Background: an optimization exercise with open tools, aiming at small area, a short achievable clock period and few clock cycles. Do not read the settings as production practice.
The RTL was checked by simulation tests, not by an equivalence proof against the original design.

v53:
// cc_pi
module cc_pi (
    input  wire        clk,
    input  wire        rst,           
    input  wire        in_valid,
    output wire        in_ready,
    input  wire [31:0] in_e,
    input  wire [31:0] in_ff,
    input  wire [31:0] in_r,          
    input  wire [31:0] in_kp,
    input  wire [31:0] in_kit,
    input  wire [31:0] in_lo,
    input  wire [31:0] in_hi,
    input  wire [31:0] in_i0,
    output reg         out_valid,
    output wire [31:0] out_y,
    output wire [31:0] out_i,
    output reg         out_held
);
    function [31:0] flush(input [31:0] x);
        flush = (x[30:23] == 8'h00) ? {x[31], 31'd0} : x;
    endfunction
    function is_nan(input [31:0] x);
        is_nan = (x[30:23] == 8'hff) && (x[22:0] != 0);
    endfunction
    function is_fin(input [31:0] x);
        is_fin = (x[30:23] != 8'hff);
    endfunction
    function lt(input [31:0] a, input [31:0] b);
        if (is_nan(a) || is_nan(b))                  lt = 1'b0;
        else if (a[30:0] == 0 && b[30:0] == 0)       lt = 1'b0;
        else if (a[31] != b[31])                     lt = a[31];
        else if (!a[31])                             lt = a[30:0] < b[30:0];
        else                                         lt = a[30:0] > b[30:0];
  ...
export LEC_CHECK = 0
export ABC_AREA = 1
export CAP_MARGIN = 20
export CORE_MARGIN = 2
export CORE_UTILIZATION = 40
export SLEW_MARGIN = 20
export TNS_END_PERCENT = 0
create_clock -name core_clock -period 30.0 [get_ports {clk}]
standard.sh (not shown) runs the stock make flow with config.mk's settings and CLKGATE_MAP_FILE= SYNTH_SCRIPT=/design/flow/synth_recipe.tcl, a recipe that flattens the netlist after the stock synthesis.
==> flow/flow/run.sh <==
#!/bin/bash
# Standard layout (the standard.sh, unchanged synthesis and steps), with
# repair_timing asked to aim for a larger setup slack than the clock needs,
# so that it shortens the critical paths. Constraints are the design's.
set -euo pipefail
MARGIN=${MARGIN:-$(cat flow/margin.txt)}
bash standard.sh finish SETUP_SLACK_MARGIN=$MARGIN > flow_make.log 2>&1
==> flow/flow/margin.txt <==
21
v53: all stages complete, timing, DRC and antenna checks passed
Testbench counts of v53, summed over its fixed seeds: cycles 9,352.
Relative to v53, the following input files were edited for v47:
==> flow/flow/run.sh <==
#!/bin/bash
# Standard layout (the standard.sh, unchanged synthesis and steps), with
# repair_timing asked to aim for a larger setup slack than the clock needs,
# so that it shortens the critical paths, and the buffers that synthesis put
# in removed before placement so that repair buffers the nets itself.
# Constraints are the design's.
set -euo pipefail
MARGIN=${MARGIN:-$(cat flow/margin.txt)}
bash standard.sh finish SETUP_SLACK_MARGIN=$MARGIN REMOVE_ABC_BUFFERS=1 > flow_make.log 2>&1
==> flow/flow/margin.txt <==
20
==> comparison <==
- v53 ended up with acc[4] as its worst setup path endpoint; v47 ended up with acc[24].
- In v47, total met3 wirelength after detailed routing is lower than in v53.
- Changes observed in v47 relative to v53: sum of net half-perimeters after detailed placement lost 2.1%; achievable clock frequency decreased 3.2%; slack of the worst reg-to-reg path dropped 0.34 ns.
- v47 vs v53 — cell area dropped by a few percent
- [v47] global-route wire length before repair fell 9500 µm relative to v53
- v53 and v47 ended up with nearly the same depth of the CTS H-tree.
- v47 reports its launch point of the critical path as acc[18] while v53 reports acc[14].
- The share of cell area taken by flip-flops and latches of v47 exceeds that of v53 by 0.50 points.
- Against v53, detailed-route via count in v47 fell by a few percent.
### v47 -> v32
==> flow/flow/run.sh <==
#!/bin/bash
# Standard layout (the standard.sh, unchanged synthesis and steps), with
# repair_timing asked to aim for a larger setup slack than the clock needs,
# so that it shortens the critical paths. Constraints are the design's.
set -euo pipefail
MARGIN=${MARGIN:-$(cat flow/margin.txt)}
bash standard.sh finish SETUP_SLACK_MARGIN=$MARGIN > flow_make.log 2>&1
- v32 vs v47: transition time of the tightest slew-check pin down in v32
- Fmax: v32 above v47
- [v32] number of ordinary and repair buffers in the finished layout rose 30 relative to v47
- Count of inserted antenna diode cells ended up 1 lower on v32 than on v47.
## Diff of input files: v29 against v32
==> flow/flow/margin.txt <==
22
## What came out
When v29 is set beside v32, its smallest setup slack after layout turns out to be 0.13 ns larger. | final design area excluding fillers | v29 vs v32 | worse |. Going from v32 to v29, minimum setup slack after placement decreased 0.45 ns, fmax increased 1.3%, initial antenna violation count increased 7. Taking v32 as the reference, in v29 global-route usage now larger; non-clock buffer area fraction after layout now larger; share of the cycle needed by the critical path after routing now smaller; multi-input combinational gate total now larger. When v29 is measured against v32, its number of clock buffer instances in the layout turns out 3 higher.
Inputs modified between v29 and v34:
==> flow/flow/margin.txt <==
20
-- flow/config.mk --
<<< v29, line 12
export SLEW_MARGIN = 20
export TNS_END_PERCENT = 0
>>> v34, line 12
export SLEW_MARGIN = 20
v34 finished every step from synthesis to the final layout, and the layout passed the timing, design-rule and antenna checks.
acc[14] as the startpoint of the worst setup timing path was reported by v29, and acc[4] by v34.
Compared with v29, v34 shows a lower fill cell instance count of the final layout.
Edits applied to the flow inputs when going from v34 to v1:
-- flow/config.mk --
<<< v34, line 8
export ABC_AREA = 1
export CAP_MARGIN = 20
export CORE_MARGIN = 2
export CORE_UTILIZATION = 40
export SLEW_MARGIN = 20
>>> v1, line 8
export ABC_AREA = 1
export CAP_MARGIN = 5
export CORE_MARGIN = 2
export CORE_UTILIZATION = 40
export SLEW_MARGIN = 5
export TNS_END_PERCENT = 0
Findings:
- v1 ended with every stage complete and zero timing, DRC or antenna violations.
- Per the comparison of v1 with v34, number of antenna violations at the first check in global routing decreased by 2 relative to the old numbers; via count down 1539; first-pass GRT wire length has decreased.
- Of the two values seen for worst setup path startpoint, acc[4] was produced by v34 and acc[12] by v1.
- Wire: v1 routes less than v34
- Delta (v1 minus v34): maximum frequency now smaller, synthesized cell count comparable.
- Final area ends up lower on v1.

## port drivers added, routing unchanged
No port has a modelled driver above. Below, the same layouts with a new extraction and two added sets of constraints. Step 1, drivers: a clkbuf_16 drives clk and a buf_2 each remaining input, both assumed. Step 2 times the ports against the registers' clock, not the clock port: input delays grow and output delays shrink by t, the midpoint of the rising clock arrivals with the driver on. Slacks: ideal / step 1 / step 2; pairs: ideal / step 1.
| run | shift t [ns] | setup WS [ns] | hold WS [ns] | worst slew at a driven data input, ns |
|---|---|---|---|---|
| v53 | 0.745 | 19.804 / 19.804 / 19.804 | 0.351 / 0.351 / 0.351 | 0.12 |
| v47 | 0.750 | 19.465 / 19.465 / 19.465 | 0.366 / 0.366 / 0.366 | 0.12 |
| v32 | 0.736 | 19.676 / 19.676 / 19.676 | 0.394 / 0.394 / 0.394 | 0.14 |
| v29 | 0.745 | 19.804 / 19.804 / 19.804 | 0.351 / 0.351 / 0.351 | 0.12 |
| v34 | 0.737 | 19.764 / 19.764 / 19.764 | 0.389 / 0.389 / 0.389 | 0.14 |
| v1 | 0.736 | 19.659 / 19.659 / 19.659 | 0.394 / 0.394 / 0.394 | 0.14 |
After both steps setup and hold are still met in every run listed.
